This is an optimization exercise on Yosys and OpenROAD, whose aim is small area, not a production implementation.
The RTL was checked by simulation tests, not by an equivalence proof against the original design.
Power is estimated from default activity; no workload was simulated.

==> flow/design.v, too long to show whole: its modules and the start of the top module <==
// module hem_core: 454 lines
// module hem_core_mac: 597 lines
module hem_core (
    input              clk,
    input              rst,
    input              start,
    input      [11:0]  entry,
    input      [19:0]  state_ptr,
    input      [127:0] operands,
    output reg         busy,
    output     [11:0]  imem_addr,
    input      [31:0]  imem_rdata,
    output             dmem_en,
    output             dmem_we,
    output     [3:0]   dmem_be,
    output     [12:0]  dmem_addr,
    output     [31:0]  dmem_wdata,
    input      [31:0]  dmem_rdata,
    output             post_valid,
    output     [1:0]   post_dest,
    output     [31:0]  post_data,
    output reg         done,
    output reg [3:0]   done_cause,
    output     [11:0]  done_pc
);
  // ...
==> flow/flow/run.sh <==
#!/bin/bash
# Standard layout, except that the port buffers are the smallest buffer cell
# (buf_1) instead of the default clkdlybuf4s50_1, and clock tree synthesis
# uses clkbuf_8 with smaller clusters and inserts no dummy loads. Each tool's output goes to a log file in this folder.
set -euo pipefail
bash standard.sh synth > synth.log 2>&1
bash standard.sh BUFFER_PORTS_ARGS="-buffer_cell sky130_fd_sc_hd__buf_1" \
    CTS_ARGS="-sink_clustering_enable -repair_clock_nets -dont_use_dummy_load -sink_clustering_size 14 -sink_clustering_max_diameter 70 -buf_list sky130_fd_sc_hd__clkbuf_8" \
    finish > layout.log 2>&1
test -f out/final.def
==> flow/standard.sh <==
#!/bin/bash
# synth_recipe.tcl (not shown) runs the flow's synth.tcl, then flattens the netlist and writes it again
# the make line also repeats each setting of config.mk as NAME=value (left out here)
make -C /OpenROAD-flow-scripts/flow DESIGN_CONFIG=/design/flow/config.mk WORK_HOME=/design/flow/orfs CLKGATE_MAP_FILE= SYNTH_SCRIPT=/design/flow/synth_recipe.tcl "${@:-finish}"
==> flow/config.mk <==
export PLATFORM = sky130hd
export DESIGN_NAME = hem_core
export DESIGN_NICKNAME = hem_core
export VERILOG_FILES = /design/flow/design.v
export SDC_FILE = /design/flow/constraint.sdc
export NUM_CORES = 4
export LEC_CHECK = 0
export ABC_AREA = 1
export CAP_MARGIN = 20
export CORE_MARGIN = 2
export CORE_UTILIZATION = 40
export CTS_CLUSTER_DIAMETER = 100
export CTS_CLUSTER_SIZE = 24
export PLACE_DENSITY = 0.6
export SLEW_MARGIN = 20
==> flow/constraint.sdc <==
create_clock -name core_clock -period 15.0 [get_ports {clk}]
set_input_delay 3.0000 -clock core_clock [delete_from_list [all_inputs] [get_ports {clk}]]
set_output_delay 3.0000 -clock core_clock [all_outputs]
set_load 0.01 [all_outputs]
==> run summary, run 1 <==
outcome=timing/DRC/antenna clean; DIE AREA=~130,000 um^2; clk tree area frac=0.0165; post-synthesis mux area share=0.000958; prevailing post-synth register cell=edfxtp_1; Filler Cell Count=roughly 14,000; Final setup viols=0; most used cell, CP=nand2_1; simple-gate share of the synthesized area=0.241; CTS Sinks=about 660; Mapped Cells=7,146; GRT Util Overall=0.374; Cell Pwr Density=roughly 130 nW/um^2; DRT iter0 DRCs=8,057; Critical Path End Type=register; fin area=roughly 57,000 um^2; clock buffers=68; ANT cells=18; Setup crit end=st[1]; WP data arrival=~14 ns; Hold Buf Count CTS=0; Comb pwr share=0.531; hold path endpoint=acc[0][10]; Pint=slightly below 4000 uW; worst min path class=reg -> reg; adder-cell share of the synthesized area=0.104; Non-clk bufs=537; final WL=around 260,000 um; Resize count post-CTS=0; dpl ws=between 1 and 1.5 ns; peak supply drop=between 0.1 and 0.15 mV; Setup Skew=~0.13 ns; synth warn=7; largest net degree at the start of global routing=76; TritonCTS clock tree=yes; Final ANT Viol Nets=0; setup repair bufs after CTS=0; top post-synthesis cells by area=edfxtp_1, nand2_1, dfxtp_1; top cell family by delay on the critical path=simple AND/OR/NAND/NOR gates
==> inputs of run 2 (changes only) <==
--- a/flow/flow/run.sh
+++ b/flow/flow/run.sh
@@ -5,6 +5,6 @@
 set -euo pipefail
 bash standard.sh synth > synth.log 2>&1
 bash standard.sh BUFFER_PORTS_ARGS="-buffer_cell sky130_fd_sc_hd__buf_1" \
-    CTS_ARGS="-sink_clustering_enable -repair_clock_nets -dont_use_dummy_load -sink_clustering_size 14 -sink_clustering_max_diameter 70 -buf_list sky130_fd_sc_hd__clkbuf_8" \
+    CTS_ARGS="-sink_clustering_enable -repair_clock_nets -dont_use_dummy_load -sink_clustering_size 18 -sink_clustering_max_diameter 66 -buf_list sky130_fd_sc_hd__clkbuf_8" \
     finish > layout.log 2>&1
 test -f out/final.def
==> run summary, run 2 <==
Syn-to-layout area delta=8.52%; EDFF count, synth=between 400 and 500; Post-synth ARST share=0; DIE AREA=134,000 um^2 (unchanged); met2 routed WL=around 110,000 um; final routed DRC violation total=0; Least-Margin Pin Slew=between 1 and 1.5 ns; max-slew violation count=0; GRT Util Overall=0.373 (about the same); biggest regs=dr: 128 flops, orr: 128 flops; FF-to-FF setup slack=4.84 ns; Worst-Skew Late Latency=roughly 0.9 ns; share of post-route cells with drive strength above 1=0.0568; area leader, netlist=edfxtp_1; top post-synthesis cells by area=edfxtp_1, nand2_1, dfxtp_1; CP Launch Type=input port; Final nets=around 8,000; Mapped Cells=7,146 (unchanged); Synth Cell Area=roughly 52,000 um^2; leading cell types in the layout, fill and taps excluded=nand2_1, inv_1, o21ai_0; crit-path max FO=16; final WL=255,000 um (about the same); Setup Skew=0.181 ns (+0.0527 ns); Final setup viols=0 (unchanged); Hold Buf Count CTS=0 (unchanged); min cycle time layout=13.74 ns; Initial Utilization=0.403; number of global-route vias before repair=between 50,000 and 60,000; register area share after synthesis=0.334; RSZ-0062 raised after global routing=no; Critical Path End Type=register; Cell Pwr Density=128 nW/um^2 (-0.71%); Metal-1 WL=95,600 um; most common cell after layout, fill and taps aside=nand2_1; WP data arrival=14.52 ns (+0.03 ns); slowest CP cell=o21ai_0; reg2reg path depth=46; Setup TNS=0 ns; Worst Slack Setup Final=roughly 1.3 ns; drt via density=6.01; top cells by count, synth=nand2_1, inv_1, o21ai_0, nor2_1, edfxtp_1; die span in y=365 um; Fin. Hold Viols=0; WL per Instance=28.0 um; Rel. slew slack=0.174; core area=130,000 um^2; Die X=approximately 370 um; Req. time, crit path=roughly 16 ns; Pleak=~0.024 uW; root buf cell=clkbuf_8; gr ovfl total=0; Filler Cell Count=13,600 (-0.015%); fin crit share=0.916; final core occ=0.437; Final ANT Viol Nets=0 (unchanged); dpl ws=1.02 ns (unchanged); Setup crit end=st[1]; DRT iter0 DRCs=7,853 (-2.5%); largest net degree at the start of global routing=76 (unchanged); prevailing post-synth register cell=edfxtp_1; dpl cell area=roughly 56,000 um^2; most used cell, CP=nand2_1; synth warn=7 (unchanged); CTS Sinks=658 (unchanged); Synth Net Count=7,719; fin area=56,700 um^2 (-0.14%); Clock Pin Slew Worst Setup and Hold Paths=about 0.07 ns; first-pass GRT wire length=361,000 um; Top Ports=~340; Max Root-Sink Buffers=3; kind of critical path=in -> reg; Detail Placement HPWL=roughly 200,000 um; DRT Pass-1 Iters=8; initial antenna violation count=28; via count=between 50,000 and 60,000; max incr delay on CP=0.80 ns; worst r2r src=dr[3][3]; peak supply drop=0.128 mV (+1.4%); Setup crit start=imem_rdata[27]; Max-Cap Viols=0; Synth top area share=0.247; Resize count post-CTS=0 (unchanged); worst min path class=reg -> reg; CTS buffer count=60; top-count cell post-synth=nand2_1; Core Rows=132; Yosys reg bits=between 600 and 700; port buffer count=roughly 340; Met3 Wirelength=~30,000 um; H-tree levels=2; outcome=timing/DRC/antenna clean; RD Place Congestion=1.10; setup repair bufs after CTS=0 (unchanged); Hold Slack=0.467 ns; TritonCTS clock tree=yes; Syn Area/Cell=roughly 7.3 um^2; highest routed metal layer=met5; fmax=slightly above 70 MHz; terminus of the critical flop-to-flop path=st[1]; Netlist cell types=70
run 2: cell types whose count changed in the layout (fill, tap and decap cells not counted), sizes merged:
cell,previous run,this run
diode,18,21
buf,530,531
clkbuf,75,67
run 2: stage by stage:
step	cells	power [uW]
floorplan	7146	4890
global placement	9053	6170
detailed placement	9055	6170
CTS	9115	7140
global route	9124	7650
finish	9140	7260
run 2: power breakdown:
group,switching [uW],internal (uW),total (uW)
clock network,630,352,983
logic,2690,1200,3890
registers,84.9,2300,2380
total,3410,3850,7260
run 2: layout make-up:
type,instances,area (um^2),area share
Antenna cell,21,52.6,0.000927
Clock buffer,60,826,0.0146
Inverter,872,3280,0.0578
Multi-Input combinational cell,5249,30100,0.531
Sequential cell,658,17500,0.308
Tap cell,1742,2180,0.0384
Timing Repair Buffer,538,2780,0.0491
run 2: per-layer routing:
metal	GRT usage	up-vias
met3	0.0881	819
met5	0.00290	-
met2	0.563	3648
li1	-	24400
met4	0.256	16
met1	0.472	26100
run 2: logic make-up after synthesis:
group                      Yosys count  synth area share
AOI/OAI and AO/OA                 1558             0.177
xor gates and xnor gates           289            0.0487
adders and majority gates          346             0.104
buffers and inverters             1239            0.0944
DFF                                658             0.334
muxes                                5          0.000958
and+or+nand+nor                   3051             0.241
run 2: worst min-delay path by stage:
stage	from	endpoint	cells past startpoint
floorplan	acc[0][5]	acc[0][5]	2
global placement	acc[0][2]	acc[0][2]	2
detailed placement	acc[0][13]	acc[0][13]	2
CTS	rcnt[0]	rcnt[0]	1
global route	acc[0][13]	acc[0][13]	2
finish	acc[0][10]	acc[0][10]	2
run 2: worst max-delay path: cells and delay by family:
kind,cells,cell delay [ns]
buf+inv,8,2.10
fa+ha+maj,5,2.38
simple gates,23,3.42
xor+xnor,1,0.12
compound gates,10,3.44
==> inputs of run 3 (changes only) <==
--- a/flow/flow/run.sh
+++ b/flow/flow/run.sh
@@ -5,6 +5,6 @@
 set -euo pipefail
 bash standard.sh synth > synth.log 2>&1
 bash standard.sh BUFFER_PORTS_ARGS="-buffer_cell sky130_fd_sc_hd__buf_1" \
-    CTS_ARGS="-sink_clustering_enable -repair_clock_nets -dont_use_dummy_load -sink_clustering_size 18 -sink_clustering_max_diameter 66 -buf_list sky130_fd_sc_hd__clkbuf_8" \
+    CTS_ARGS="-sink_clustering_enable -repair_clock_nets -dont_use_dummy_load -sink_clustering_size 16 -sink_clustering_max_diameter 72 -buf_list sky130_fd_sc_hd__clkbuf_8" \
     finish > layout.log 2>&1
 test -f out/final.def
==> run summary, run 3 <==
outcome=timing/DRC/antenna clean; Rel. slew slack=0.102 (-0.0714); Initial Utilization=0.403 (unchanged); Critical Path End Type=register; Hold Slack=0.466 ns (-0.000602 ns); synth warn=7 (unchanged); peak supply drop=0.126 mV (-1.1%); CTS Sinks=658 (unchanged); kind of critical path=in -> reg; biggest regs=dr: 128 flops, orr: 128 flops; Syn Area/Cell=7.31 um^2 (unchanged); Detail Placement HPWL=196,000 um (unchanged); fin area=56,700 um^2 (about the same); Mapped Cells=7,146 (unchanged); top post-synthesis cells by area=edfxtp_1, nand2_1, dfxtp_1; port buffer count=342 (unchanged); WL per Instance=28.0 um (about the same); fin crit share=0.916 (about the same); leading cell types in the layout, fill and taps excluded=nand2_1, inv_1, o21ai_0; Pleak=0.0241 uW (about the same); Fin. Hold Viols=0 (unchanged); setup repair bufs after CTS=0 (unchanged); adder-cell share of the synthesized area=0.104 (unchanged); CTS buffer count=60 (unchanged); initial antenna violation count=25 (-11%); largest net degree at the start of global routing=76 (unchanged); most common cell after layout, fill and taps aside=nand2_1; area leader, netlist=edfxtp_1; number of global-route vias before repair=50,900 (+0.016%); prevailing post-synth register cell=edfxtp_1; Cell Pwr Density=128 nW/um^2 (about the same); Resize count post-CTS=0 (unchanged); drt via density=6.01 (about the same); max incr delay on CP=0.78 ns (-0.02 ns); most used cell, CP=nand2_1; Setup TNS=0 ns (unchanged); final WL=255,000 um (about the same); Netlist cell types=70 (unchanged); GRT Util Overall=0.373 (-0.000600); post-synthesis mux area share=0.000958 (unchanged); worst min path class=reg -> reg; min cycle time layout=13.73 ns (-0.00671 ns); Least-Margin Pin Slew=1.34 ns (+0.106 ns); Req. time, crit path=15.75 ns (-0.03 ns); Worst-Skew Late Latency=0.87 ns (about the same); fmax=72.8 MHz (about the same); WP data arrival=14.48 ns (-0.04 ns); final routed DRC violation total=0 (unchanged); DRT Pass-1 Iters=11 (+3); Top Ports=343 (unchanged); via count=55,000 (-0.022%); RSZ-0062 raised after global routing=no; Final nets=7,950 (-0.025%); Yosys reg bits=658 (unchanged); Post-synth ARST share=0 (unchanged); Hold Buf Count CTS=0 (unchanged); share of post-route cells with drive strength above 1=0.0564 (-0.000391); Final setup viols=0 (unchanged); first-pass GRT wire length=361,000 um (about the same); EDFF count, synth=429 (unchanged); Setup Skew=0.151 ns (-0.0304 ns); Synth Area in Compound Gates=0.177 (unchanged); Clock Pin Slew Worst Setup and Hold Paths=0.11 ns (+0.04 ns); RD Place Congestion=1.10 (unchanged); Tot Pwr=7250 uW (-0.11%); CP Launch Type=input port; Syn-to-layout area delta=8.47% (about the same); simple-gate share of the synthesized area=0.241 (unchanged); Final ANT Viol Nets=0 (unchanged); crit-path max FO=16 (unchanged); Synth Net Count=7,719 (unchanged); Synth Cell Area=52,300 um^2 (unchanged); gr ovfl total=0 (unchanged); dpl cell area=55,700 um^2 (unchanged); top cells by count, synth=nand2_1, inv_1, o21ai_0, nor2_1, edfxtp_1; die span in y=365 um (unchanged); top-count cell post-synth=nand2_1; Post-Synth XOR/XNOR Area=0.0487 (unchanged); slowest CP cell=o21ai_0; DIE AREA=134,000 um^2 (unchanged); Core Rows=132 (unchanged); register area share after synthesis=0.334 (unchanged); TritonCTS clock tree=yes; max-slew violation count=0 (unchanged); main combinational cell family by area after synthesis=simple AND/OR/NAND/NOR gates; Synth top area share=0.247 (unchanged); Max-Cap Viols=0 (unchanged); root buf cell=clkbuf_8; Max Root-Sink Buffers=3 (unchanged); core area=130,000 um^2 (unchanged); DRT iter0 DRCs=7,926 (+0.93%); Die X=365 um (unchanged); H-tree levels=2 (unchanged)
-- run 3: cell counts after synthesis --
No cell type changed its count.
-- run 3: area by class of cell --
type	count	area [um^2]
timing repair buffer	536	2760
inverter	872	3280
fill	13600	73000
sequential	658	17500
multi-input combinational	5249	30100
clock buffer	60	826
antenna	20	50.0
tap	1742	2180
-- run 3: metal layers --
| layer | vias to the layer above | GRT usage | share of wire | wire (um) |
|---|---|---|---|---|
| met5 | - | 0.00327 | 0.00051 | 131 |
| met4 | 14 | 0.261 | 0.084 | 21400 |
| met3 | 832 | 0.0929 | 0.11 | 29100 |
| met2 | 3616 | 0.559 | 0.42 | 108000 |
| met1 | 26100 | 0.468 | 0.38 | 96400 |
| li1 | 24400 | - | - | - |
-- run 3: metrics by stage --
stage	std cells	setup slack, ns	util
2_1_floorplan	7146	2.98	-
3_3_place_gp	9053	0.523	0.430
3_5_place_dp	9055	1.02	0.430
4_1_cts	9115	1.87	0.436
5_1_grt	9122	0.954	0.437
6_report	9137	1.27	0.437
-- run 3: path summary, 6_finish.rpt --
kind / slack [ns] / endpoint / from / cells after the start
setup / recovery: 1.27 / dr[3][15] / imem_rdata[27] / 40
hold / removal: 0.47 / acc[0][10] / acc[0][10] / 2
setup reg to reg: 4.88 / dr[3][15] / dr[3][3] / 39
hold reg to reg: 0.47 / acc[0][10] / acc[0][10] / 2
-- run 3: where the power goes --
group / internal (uW) / switching (uW)
Clock: 353 / 623
Sequential: 2300 / 85.6
Combinational: 1200 / 2690
-- run 3: logic make-up (layout without fill, tap and decap cells) --
kind of cell,after synthesis,after routing
compound gates,1558,1558
xor+xnor,289,289
fa+ha+maj,346,346
buf+inv,1239,1468
flops,658,658
mux,5,5
other cells,0,20
simple gates,3051,3051
-- run 3: worst max-delay path: cells and delay by family --
family / cells / cell delay [ns]
buf+inv: 9 / 2.34
xor+xnor: 1 / 0.12
simple gates: 14 / 2.85
compound gates: 11 / 3.73
fa+ha+maj: 5 / 2.38

-- static timing again, ports no longer ideal --
Ports are ideal in the flow. The routed layouts listed here were re-timed in OpenROAD.
Step 1, drivers: a clkbuf_16 drives clk and a buf_2 each remaining input, both assumed.
Step 2 moves the port delays by t, midway between the first and last clock arrival at a register: inputs arrive t later, outputs are due t later. That takes back most of the time a late clock gives input paths.
Slacks: ideal ports / drivers / drivers and shift; pairs: ideal ports / drivers.
| run | shift t [ns] | setup WS [ns] | worst setup path after step 2 | clock arrival spread, ns |
|---|---|---|---|---|
| run 1 | 0.866 | 1.234 / 1.206 / 0.340 | input to register | 0.128 / 0.128 |
| run 2 | 0.867 | 1.260 / 1.228 / 0.361 | input to register | 0.181 / 0.181 |
| run 3 | 0.881 | 1.267 / 1.235 / 0.354 | input to register | 0.160 / 0.160 |
After both steps setup and hold are still met in every run listed. The setup slack of run 3, which loses most, moves by -0.032 ns with the drivers and by -0.913 ns with both steps.
